This design comes from an exercise in tuning for small area, a short achievable clock period and few clock cycles per item on the open sky130 flow, not from production work. In this exercise RTL edits were held to simulation tests only and were not proved equivalent to the original. Power and IR drop assume default switching activity.

==> flow/design.v, too long to show whole: its modules and the start of the top module <==
// module meas_stream: 8929 lines
module meas_stream (
  input  wire        clk,
  input  wire        rst_n,
  input  wire        in_valid,
  output wire        in_ready,
  input  wire        in_cfg,
  input  wire [31:0] in_word,
  input  wire [3:0]  cfg_rank_win,
  input  wire [3:0]  cfg_rank,
  input  wire [2:0]  cfg_resp,
  input  wire [23:0] cfg_offset,
  input  wire [31:0] cfg_gain,
  output reg         out_valid,
  output reg  [31:0] out_value,
  output reg         out_sat,
  output reg         err_valid,
  output reg         err_fault
);
  // ...
==> flow/flow/run.sh <==
#!/bin/bash
# Standard ORFS layout (the standard.sh: standard synthesis, floorplan,
# placement, CTS, routing, finish) with two repair settings changed:
#  - the timing repair steps aim for a setup slack well above the 15 ns
#    constraint, so that they work on the design's real critical paths
#    (the clock period and the SDC are unchanged);
#  - gate sizing may pick any drive strength, not only cells of the same
#    footprint.
# The tools' output goes to make_finish.log in this folder (ORFS also keeps
# its per-step logs under orfs/logs).
set -euo pipefail
MARGIN=${MARGIN:-10.5}
bash standard.sh SETUP_SLACK_MARGIN=$MARGIN MATCH_CELL_FOOTPRINT=0 finish > make_finish.log 2>&1
==> flow/standard.sh <==
#!/bin/bash
# synth_recipe.tcl (not shown) runs the flow's synth.tcl, then flattens the netlist and writes it again
# the make line also repeats each setting of config.mk as NAME=value (left out here)
make -C /OpenROAD-flow-scripts/flow DESIGN_CONFIG=/design/flow/config.mk WORK_HOME=/design/flow/orfs CLKGATE_MAP_FILE= SYNTH_SCRIPT=/design/flow/synth_recipe.tcl "${@:-finish}"
==> flow/config.mk <==
export PLATFORM = sky130hd
export DESIGN_NAME = meas_stream
export DESIGN_NICKNAME = meas_stream
export VERILOG_FILES = /design/flow/design.v
export SDC_FILE = /design/flow/constraint.sdc
export NUM_CORES = 4
export LEC_CHECK = 0
export CAP_MARGIN = 20
export CORE_MARGIN = 2
export CORE_UTILIZATION = 40
export CTS_CLUSTER_DIAMETER = 70
export CTS_CLUSTER_SIZE = 22
export SLEW_MARGIN = 20
export SYNTH_MEMORY_MAX_BITS = 65536
==> flow/constraint.sdc <==
create_clock -name core_clock -period 15.0 [get_ports {clk}]
set_input_delay 3.0000 -clock core_clock [delete_from_list [all_inputs] [get_ports {clk}]]
set_output_delay 3.0000 -clock core_clock [all_outputs]
set_load 0.01 [all_outputs]
==> out/metrics.cfg, run 1 <==
[run_status]
status = complete, no violations

[synth]
syn_area_mm2 = 0.1741
netlist_instances = 14610
synthesis.nets = 16670
synth_top_area_cell = edfxtp_1
synth_seq_cells = 3025
ys_types = 86

[sta]
finalClockSkew_ns = 0.1175
fin_tns_setup_ns = 0

[final_layout]
fillers = 39880
drive_above_1_share_pct = 7.968
clkbuf_count = 258
num-multi-input-gates = 8877
regMostFlops = hist

[critical_path]
end_kind = flip-flop
crit_family = compound AO/OA/AOI/OAI gates
critical_path_required_ns = 15.83
startpoint_type = flip-flop

[placed_design]
dp_slack_ns = 9.066

[floorplan]
die_w_um = 663.7
ios = 140
nWellTaps = 5734

[global_routing]
grt_usage_pct = 25.84
met3_usage_pct = 7.308

[clocking]
clock_path_buffers = 4

[power]
p_leak_uw = 0.06922
maxPowerGroup = combinational logic
power_density_mw_per_mm2 = 153.5

[route]
num_vias = 120800
antenna_left = 0

[min_path]
holdPathStages = 0

Testbench counts, summed over its fixed seeds: cycles 29,088, items 28,800.
==> inputs of run 2 (changes only) <==
--- a/flow/config.mk
+++ b/flow/config.mk
@@ -8,7 +8,5 @@
 export CAP_MARGIN = 20
 export CORE_MARGIN = 2
 export CORE_UTILIZATION = 40
-export CTS_CLUSTER_DIAMETER = 70
-export CTS_CLUSTER_SIZE = 22
 export SLEW_MARGIN = 20
 export SYNTH_MEMORY_MAX_BITS = 65536
==> run 2 against run 1 <==
Die area stayed put. Final area is 2.2% higher. Clock-buffer cell count is 170 higher. Largest cell class unchanged.
==> out/metrics.cfg, run 2 <==
[floorplan]
ios = 140  ; unchanged
floorplan.initialDensity_pct = 40.12  ; unchanged
num_rows = 242  ; unchanged
fp.dieH_um = 663.7  ; unchanged
die_area_mm2 = 0.4405  ; unchanged
coreArea_mm2 = 0.4339  ; unchanged
die_w_um = 663.7  ; unchanged

[clocking]
clk_pin_slew_ns = 0.07  ; was 0.09 ns
cts.sinks = 3025  ; unchanged
cts_tree = built  ; unchanged
numCtsBuffers = 331  ; was 208
clock_path_buffers = 4  ; unchanged
clk_latency_ns = 1.00  ; about the same
hold_buffers = 0  ; unchanged
htree_levels = 5  ; was 4
root_buffer = clkbuf_16  ; unchanged

[power]
p_leak_uw = 0.07134  ; was 0.06922 uW
power_density_mw_per_mm2 = 162.3  ; was 153.5 mW/mm2
ir_drop_mv = 0.1621  ; was 0.1602 mV

[synth]
ys_warn_count = 5  ; unchanged
yosys-top-cells-count = edfxtp_1, a22oi_1, inv_1  ; unchanged
synthesis.nets = 16670  ; unchanged
syn_area_mm2 = 0.1741  ; unchanged
synth-main-ff-cell = edfxtp_1  ; unchanged
synth_top_area_share_pct = 33.60  ; unchanged
ys_types = 86  ; unchanged
netlist_instances = 14610  ; unchanged
synth_top_area_cell = edfxtp_1  ; unchanged
async_flop_share_pct = 0  ; unchanged
synth_edf_count = 1948  ; unchanged
synth_seq_cells = 3025  ; unchanged
synthTopCellsByArea = edfxtp_1, fa_1, dfxtp_1, a22oi_1, xnor2_1  ; unchanged
synth_most_common_cell = edfxtp_1  ; unchanged
yosysSeqAreaShare_pct = 45.99  ; unchanged
syn_area_per_cell_um2 = 11.92  ; unchanged

[final_layout]
finish.instance_area_mm2 = 0.1949  ; was 0.1906 mm2
regMostFlops = hist  ; unchanged
final_nets = 16500  ; was 16.37k
reg_top3 = hist: 1536 flops, fh5: 264 flops, win: 216 flops  ; unchanged
final_common_cell = edfxtp_1  ; unchanged
drive_above_1_share_pct = 9.077  ; was 7.968%
syn2layout_area_growth_pct = 11.93  ; was 9.516%
most-common-layout-cells = edfxtp_1, a22oi_1, inv_1  ; unchanged
largest_reg_flops = 1536  ; unchanged

[global_routing]
grt_usage_pct = 26.01  ; was 25.84%
grt_pass1_wl_um = 848900  ; was 842600 um
grt_max_degree = 194  ; unchanged
grt_overflow = 0  ; unchanged
antenna_found_initial = 33  ; was 25
grt_pass1_vias = 120700  ; was 119.1k

[sta]
hold_violations = 0  ; unchanged
finalMaxSlewViolations = 0  ; unchanged
setup_viol = 0  ; unchanged
whs_ns = 0.3227  ; was 0.3234 ns
fmax_ghz = 0.2163  ; was 0.2142 GHz
finalClockSkew_ns = 0.1078  ; was 0.1175 ns
slew-limit-headroom_pct = 23.11  ; was 18.54%
finalCriticalPeriod_ns = 4.623  ; was 4.668 ns
rsz0062_at_grt = true  ; unchanged
fin_crit_sh_pct = 30.82  ; was 31.12%
max_slew.worst_pin.slew_ns = 1.153  ; was 1.222 ns
fin_tns_setup_ns = 0  ; unchanged

[critical_path]
end_kind = flip-flop  ; unchanged
critPathKind = reg -> reg  ; unchanged
crit_fanout = 4  ; unchanged
cp.arrival_ns = 5.50  ; about the same
startpoint_type = flip-flop  ; unchanged
critical_path_required_ns = 15.87  ; was 15.83 ns

[placed_design]
port_buffers = 139  ; unchanged
place_area_mm2 = 0.1814  ; unchanged
dp_hpwl_um = 404600  ; unchanged
gp_congestion = 0.9547  ; unchanged

[route]
drtIter0Drc = 16810  ; was 16.73k
post-route-drc-count = 0  ; unchanged
dr.pass1.iters = 10  ; unchanged
num_vias = 121800  ; was 120.8k
post_drt_wl_per_cell_um = 28.83  ; was 29.00 um
wirelength_um = 590100  ; was 586800 um
viasPerCell = 5.952  ; was 5.968
antenna_left = 0  ; unchanged

[flow_run]
cap_violations = 0  ; unchanged

[min_path]
hp-class = reg -> reg  ; unchanged

[run_status]
status = complete, no violations  ; unchanged

-- run 2: cell counts after synthesis --
No cell type changed its count.
-- run 2: through the flow --
stage	power [uW]	instances	worst slack, ns	utilization (%)
global route	33820	20450	10.18	44.90
floorplan	19050	14610	3.727	-
finish	31630	20470	10.38	44.91
detailed placement	23080	19730	9.066	41.80
CTS	31760	20400	10.37	44.75
global placement	22880	19730	9.015	41.80
-- run 2: critical path: stages (launching register included) --
cell      delay (ns)
dfxtp_4         0.36
buf_12          0.14
buf_16          0.14
buf_4           0.18
a22o_1          0.21
a221oi_1        0.21
nand4_1         0.14
ha_1            0.37
a21o_1          0.25
a21oi_2         0.19
o21bai_2        0.09
a21oi_2         0.22
o21bai_1        0.13
a21oi_2         0.19
nor2b_2         0.08
o21a_1          0.21
o41ai_4         0.22
buf_6           0.19
o21ai_4         0.06
o41a_1          0.36
a41oi_2         0.24
a211o_1         0.19
xnor2_1         0.11
-- run 2: timing repair --
item,4_1_cts,5_1_grt
endpoints found under the setup margin,146,70
resized for setup,250,81
setup buffers,60,49
pin swaps,31,69
endpoints found under the hold margin,0,0
cloned,6,0
-- run 2: path summary, 6_finish.rpt --
kind / startpoint / endpoint / slack, ns / cells past startpoint
setup reg to reg: s0_b15$_DFF_P_ / pre4_3[22]$_DFF_P_ / 10.38 / 22
hold / removal: sm5$_DFF_P_ / sm6$_DFF_P_ / 0.32 / 0
hold reg to reg: sm5$_DFF_P_ / sm6$_DFF_P_ / 0.32 / 0
setup / recovery: s0_b15$_DFF_P_ / pre4_3[22]$_DFF_P_ / 10.38 / 22
-- run 2: power breakdown --
| part | leakage, uW | internal (uW) | switching [uW] | total, uW |
|---|---|---|---|---|
| clock network | 0.00551 | 4940 | 3570 | 8510 |
| logic | 0.0403 | 5090 | 7180 | 12300 |
| registers | 0.0255 | 9890 | 970 | 10900 |
-- run 2: layout make-up --
cell class	count	area, um2
inverters	1635	6157
multi-input cells	8877	84500
repair buffers	570	5313
diodes	14	35.03
well taps	5734	7174
clock inverters	183	2288
fillers	39520	239000
flip-flops and latches	3025	80320
clock buffers	428	9057
-- run 2: kinds of logic after synthesis --
kind of cell | count (synthesis) | synth area share (%)
AOI/OAI and AO/OA | 3165 | 13.30
xor gates and xnor gates | 1521 | 7.653
adders and majority gates | 1964 | 20.17
buffers and inverters | 2705 | 5.833
DFF | 3025 | 45.99
muxes | 180 | 1.079
and+or+nand+nor | 2047 | 5.979
-- run 2: layer usage --
| layer | global-route usage, % | wire length, um | up-vias | share of wire, % |
|---|---|---|---|---|
| met5 | 0.1953 | 284 | - | 0.048 |
| met4 | 12.42 | 32730 | 32 | 5.5 |
| met3 | 7.759 | 71170 | 1938 | 12 |
| met2 | 39.75 | 259600 | 8109 | 44 |
| met1 | 33.79 | 226300 | 60780 | 38 |
| li1 | - | - | 50960 | - |

afterwards: timing with drivers on the ports:
In the flow no input, the clock included, has a driving cell. The finished layouts below were timed again as built, in two steps.
Step 1 sets driving cells, clkbuf_16 on the clock port and buf_2 on the other inputs (assumed; they add their load-dependent delay and slew).
Step 2, shift: input delay + t, output delay - t, t = (earliest + latest rising clock arrival at the registers) / 2. This alone moves slack from input paths to output paths.
Slacks: ideal ports / drivers / drivers and shift; pairs: ideal ports / drivers.
run	t, ns	slack for setup (ns)	worst setup path after step 2	worst data-port slew with drivers (ns)
run 1	1.066	10.332 / 10.332 / 9.968	input to register	0.08
run 2	1.068	10.377 / 10.377 / 9.966	input to register	0.08
After both steps setup and hold are still met in every run listed. The setup slack of run 2, which loses most, moves by 0.000 ns with the drivers and by -0.411 ns with both steps.
